Source: an optimization exercise on an open RTL-to-GDS flow (aim: small area, a short achievable clock period and few clock cycles per item). Production flows keep margins and buffers that such runs may drop.
At most, simulation tests tie the RTL to the original design; equivalence was not proved.
Power figures rest on the tool's default switching activity, not on a simulated workload.

## alpha
Design mx_quant, start of the top module:
module mx_quant (
    input  wire        clk,
    input  wire        rst,         
    input  wire        in_valid,
    output wire        in_ready,
    input  wire [31:0] in_data,
    input  wire [1:0]  in_src,      
    input  wire [3:0]  in_dst,      
    output wire        out_valid,
    input  wire        out_ready,
    output wire [7:0]  out_code,
    output wire [7:0]  out_x,
    output wire [9:0]  out_qmax,
    output wire        out_last
);
==> flow/config.mk <==
export PLATFORM = sky130hd
export DESIGN_NAME = mx_quant
export DESIGN_NICKNAME = mx_quant
export VERILOG_FILES = /design/flow/design.v
export SDC_FILE = /design/flow/constraint.sdc
export NUM_CORES = 4
export LEC_CHECK = 0
export ABC_AREA = 1
export CAP_MARGIN = 0
export CORE_MARGIN = 2
export CORE_UTILIZATION = 55
export CTS_CLUSTER_DIAMETER = 100
export CTS_CLUSTER_SIZE = 30
export SLEW_MARGIN = 0
==> flow/constraint.sdc <==
create_clock -name core_clock -period 22.0 [get_ports {clk}]
set_input_delay 4.4000 -clock core_clock [delete_from_list [all_inputs] [get_ports {clk}]]
set_output_delay 4.4000 -clock core_clock [all_outputs]
set_load 0.01 [all_outputs]
standard.sh (not shown) runs the stock make flow with config.mk's settings and CLKGATE_MAP_FILE= SYNTH_SCRIPT=/design/flow/synth_recipe.tcl, a recipe that flattens the netlist after the stock synthesis.
==> flow/flow/run.sh <==
#!/bin/bash
# The standard ORFS layout, asked to repair timing with extra setup margin and
# with faster buffers on the ports.
set -euo pipefail
bash standard.sh SETUP_SLACK_MARGIN=16.5 "BUFFER_PORTS_ARGS=-buffer_cell sky130_fd_sc_hd__buf_2" finish > standard.log 2>&1
Setup changes, alpha to beta
--- a/flow/design.v
+++ b/flow/design.v
@@ -85,39 +85,39 @@
     wire        dc_m0   = (ir_f & f_m0) | (ir_b & b_m0) | (ir_h & h_m0);
     wire        dc_nf   = (ir_f & (ir_d[30:23] == 8'hff)) | (ir_b & (ir_d[14:7] == 8'hff)) |
                           (ir_h & (ir_d[14:10] == 5'h1f));
     wire        dc_zr   = dc_e0 & dc_m0;
     wire        dc_den  = dc_e0 & !dc_m0;
     wire [7:0]  h_en    = {3'd0, ir_d[14:10]} + 8'd112;
     wire [7:0]  dc_en   = ir_f ? ir_d[30:23] : ir_b ? ir_d[14:7] : h_en;    
     wire [23:0] dc_v    = {!dc_e0, dc_m};
-    wire        dc_z16  = (dc_v[23:8] == 16'd0);
-    wire [23:0] dc_n16  = dc_z16 ? {dc_v[7:0], 16'd0} : dc_v;
-    wire        dc_z8   = (dc_n16[23:16] == 8'd0);
-    wire [23:0] dc_n8   = dc_z8 ? {dc_n16[15:0], 8'd0} : dc_n16;
-    wire        dc_z4   = (dc_n8[23:20] == 4'd0);
-    wire [23:0] dc_n4   = dc_z4 ? {dc_n8[19:0], 4'd0} : dc_n8;
-    wire        dc_z2   = (dc_n4[23:22] == 2'd0);
-    wire [23:0] dc_n2   = dc_z2 ? {dc_n4[21:0], 2'd0} : dc_n4;
-    wire        dc_z1   = !dc_n2[23];
-    wire [23:0] dc_nv   = dc_z1 ? {dc_n2[22:0], 1'b0} : dc_n2;
-    wire [4:0]  dc_lz   = {dc_z16, dc_z8, dc_z4, dc_z2, dc_z1};
+    wire [4:0]  dc_lz   = lzc24(dc_v);
+    wire [23:0] dc_nv   = dc_v << dc_lz;
+    wire [23:0] dc_pre;                         
+    genvar gj;
+    generate
+        for (gj = 0; gj < 24; gj = gj + 1) begin : g_pre
+            assign dc_pre[gj] = |dc_v[23:gj];
+        end
+    endgenerate
+    wire [15:0] dc_st8  = dc_v[15:0] & dc_pre[23:8];
+    wire [14:0] dc_st9  = dc_v[14:0] & dc_pre[23:9];
     wire [8:0]  dc_e9b  = dc_e0 ? (ir_h ? 9'd136 : 9'd24) : ({1'b0, dc_en} + 9'd23);
     wire [8:0]  dc_e9   = dc_e9b - {4'd0, dc_lz};
     wire [22:0] dc_f    = {dc_nv[22:15], 15'd0};
     wire [4:0]  h_lz    = lzc23({ir_d[9:0], 13'd0});
     wire [7:0]  h_qm    = h_e0 ? 8'd112 - {3'd0, h_lz} : h_en;
     wire [7:0]  dc_qm   = ir_f ? ir_d[30:23] : ir_b ? ir_d[14:7] : h_qm;
     wire        dc_u8   = (ir_cls == C_U8);
     wire        dc_kill = dc_zr | (dc_u8 & dc_s);
     wire [17:0] dc_pk   = {dc_kill ? 9'd0 : dc_e9,
                            dc_u8 ? dc_f[15] : dc_s,
                            dc_f[22:16],
-                           dc_u8 ? |dc_nv[14:0] : |dc_nv[15:0]};
+                           dc_u8 ? |dc_st9 : |dc_st8};
     function automatic [4:0] k1of(input [1:0] cls);
         case (cls)
             C_E4:    k1of = 5'd14;
             C_E5:    k1of = 5'd0;
             C_I8:    k1of = 5'd25;
             default: k1of = 5'd24;
         endcase
     endfunction
## What came out
Of beta and alpha, it is beta that has the higher largest incremental delay on the critical path.
In summary, beta completed successfully, with a layout that passed the timing, DRC and antenna checks.
| share of the synthesized area in compound gates (AO/OA/AOI/OAI) | beta vs alpha | ≈ equal |
~same internal portion of total power in beta and alpha
Number of clock-tree buffers in the layout: alpha vs beta identical
beta vs. alpha: total power dropped 0.48%; share of the cycle needed by the critical path after routing barely changed.
Signed area change from the synthesized netlist to the final layout on beta is down relative to alpha.
Per the comparison of beta with alpha, die outline area went up about 3.5%; area used by sequential logic in the layout saw little to no change; buffering stage count on the worst path with inverters included shows no meaningful change; power of the combinational group -about 2%; effective utilization at floorplan rose 0.20 points.
Top fanout value on the critical path: beta vs alpha identical
Multi-input combinational cell count, beta and alpha, lower one = alpha.
Testbench counts of beta, summed over its fixed seeds: cycles 6,424, blocks 192.
The RTL of alpha was laid out without a check of its function.

========
== wip/willow ==
mx_quant, a different RTL version from the one above (not shown whole).
Size: ~2000 cells after synthesis, about 720 flip-flops, roughly 71 I/O pins.
export LEC_CHECK = 0
export ABC_AREA = 1
export CAP_MARGIN = 0
export CORE_MARGIN = 2
export CORE_UTILIZATION = 55
export CTS_CLUSTER_DIAMETER = 100
export CTS_CLUSTER_SIZE = 30
export SLEW_MARGIN = 0
create_clock -name core_clock -period 22.0 [get_ports {clk}]
Scripts as last shown in full above: flow/flow/run.sh
wip/willow completed end to end with timing, DRC and antenna clean.
Testbench counts of wip/willow, summed over its fixed seeds: cycles 6,424, blocks 192.
Edits applied to the flow inputs when going from wip/willow to wip/lagoon:
--- a/flow/design.v
+++ b/flow/design.v
@@ -40,29 +40,16 @@
                            (in_dst == 4'd9) ? C_U8 : C_I8;
     wire in_fire = in_valid & in_rdy;
     wire        ir_first = (in_idx == 5'd1);
     wire        ir_last  = (in_idx == 5'd0);
     wire        ir_f     = (src_in == 2'd0);
     wire        ir_b     = (src_in == 2'd1);
     wire        ir_h     = (src_in == 2'd2);
     wire [1:0]  ir_cls   = cls_in;
-    function automatic [4:0] lzc24(input [23:0] x);
-        integer i;
-        reg found;
-        begin
-            lzc24 = 5'd0;
-            found = 1'b0;
-            for (i = 23; i >= 0; i = i - 1)
-                if (!found && x[i]) begin
-                    lzc24 = 5'd23 - i[4:0];
-                    found = 1'b1;
-                end
-        end
-    endfunction
     function automatic [4:0] lzc23(input [22:0] x);
         integer i;
         reg found;
         begin
             lzc23 = 5'd0;
             found = 1'b0;
             for (i = 22; i >= 0; i = i - 1)
                 if (!found && x[i]) begin
@@ -96,37 +83,28 @@
     wire [23:0] dc_n8   = dc_z8 ? {dc_n16[15:0], 8'd0} : dc_n16;
     wire        dc_z4   = (dc_n8[23:20] == 4'd0);
     wire [23:0] dc_n4   = dc_z4 ? {dc_n8[19:0], 4'd0} : dc_n8;
     wire        dc_z2   = (dc_n4[23:22] == 2'd0);
     wire [23:0] dc_n2   = dc_z2 ? {dc_n4[21:0], 2'd0} : dc_n4;
     wire        dc_z1   = !dc_n2[23];
     wire [23:0] dc_nv   = dc_z1 ? {dc_n2[22:0], 1'b0} : dc_n2;
     wire [4:0]  dc_lz   = {dc_z16, dc_z8, dc_z4, dc_z2, dc_z1};
-    wire [23:0] dc_pre;                         
-    genvar gj;
-    generate
-        for (gj = 0; gj < 24; gj = gj + 1) begin : g_pre
-            assign dc_pre[gj] = |dc_v[23:gj];
-        end
-    endgenerate
-    wire [15:0] dc_st8  = dc_v[15:0] & dc_pre[23:8];
-    wire [14:0] dc_st9  = dc_v[14:0] & dc_pre[23:9];
     wire [8:0]  dc_e9b  = dc_e0 ? (ir_h ? 9'd136 : 9'd24) : ({1'b0, dc_en} + 9'd23);
     wire [8:0]  dc_e9   = dc_e9b - {4'd0, dc_lz};
     wire [22:0] dc_f    = {dc_nv[22:15], 15'd0};
     wire [4:0]  h_lz    = lzc23({ir_d[9:0], 13'd0});
     wire [7:0]  h_qm    = h_e0 ? 8'd112 - {3'd0, h_lz} : h_en;
     wire [7:0]  dc_qm   = ir_f ? ir_d[30:23] : ir_b ? ir_d[14:7] : h_qm;
     wire        dc_u8   = (ir_cls == C_U8);
     wire        dc_kill = dc_zr | (dc_u8 & dc_s);
     wire [17:0] dc_pk   = {dc_kill ? 9'd0 : dc_e9,
                            dc_u8 ? dc_f[15] : dc_s,
                            dc_f[22:16],
-                           dc_u8 ? |dc_st9 : |dc_st8};
+                           dc_u8 ? |dc_nv[14:0] : |dc_nv[15:0]};
     function automatic [4:0] k1of(input [1:0] cls);
         case (cls)
             C_E4:    k1of = 5'd14;
             C_E5:    k1of = 5'd0;
             C_I8:    k1of = 5'd25;
             default: k1of = 5'd24;
         endcase
     endfunction
[summary]
- In wip/lagoon, share of final-layout standard cells stronger than drive strength 1 is lower than in wip/willow.
- Per the comparison of wip/lagoon with wip/willow, overall global routing resource usage went down; combined buffer and inverter count along the critical path did not really move; sum of net half-perimeters after detailed placement now smaller; critical path depth barely changed.
- Of wip/lagoon and wip/willow, wip/lagoon shows the lower internal power summed over all cells, with wip/willow above it.
- As far as count of antenna-violating nets left after detailed routing goes, wip/lagoon and wip/willow are indistinguishable; the numbers are identical.
- Summary — sequential group share of total power, wip/lagoon relative to wip/willow: higher, by 0.2 points.
- wip/lagoon closes out successfully: all stages finished, all timing, DRC and antenna checks passed.
Testbench counts of wip/lagoon, summed over its fixed seeds: cycles 6,424, blocks 192.

==> separate check: timing with driven ports <==
The results above use ideal ports. As a check the final layouts listed here were re-extracted and re-timed, cells and wires unchanged. Step 1, drivers: a clkbuf_16 drives clk and a buf_2 each remaining input, both assumed. Step 2, shift: input delay + t, output delay - t, t = (earliest + latest rising clock arrival at the registers) / 2. This alone moves slack from input paths to output paths. Slacks: no drivers / after step 1 / after step 2; pairs: no drivers / after step 1.
run	t, ns	slack for setup (ns)	worst hold slack (ns)	worst data-port slew with drivers (ns)
alpha	0.663	16.442 / 16.388 / 16.247	0.319 / 0.319 / 0.319	0.05
beta	0.631	16.441 / 16.388 / 16.314	0.323 / 0.323 / 0.323	0.03
wip/willow	0.655	16.466 / 16.412 / 16.194	0.319 / 0.319 / 0.319	0.08
wip/lagoon	0.663	16.442 / 16.388 / 16.247	0.319 / 0.319 / 0.319	0.05
After both steps every run listed still meets setup and hold. For wip/willow, which loses most, drivers alone change the setup slack by -0.054 ns; drivers and shift together by -0.272 ns.
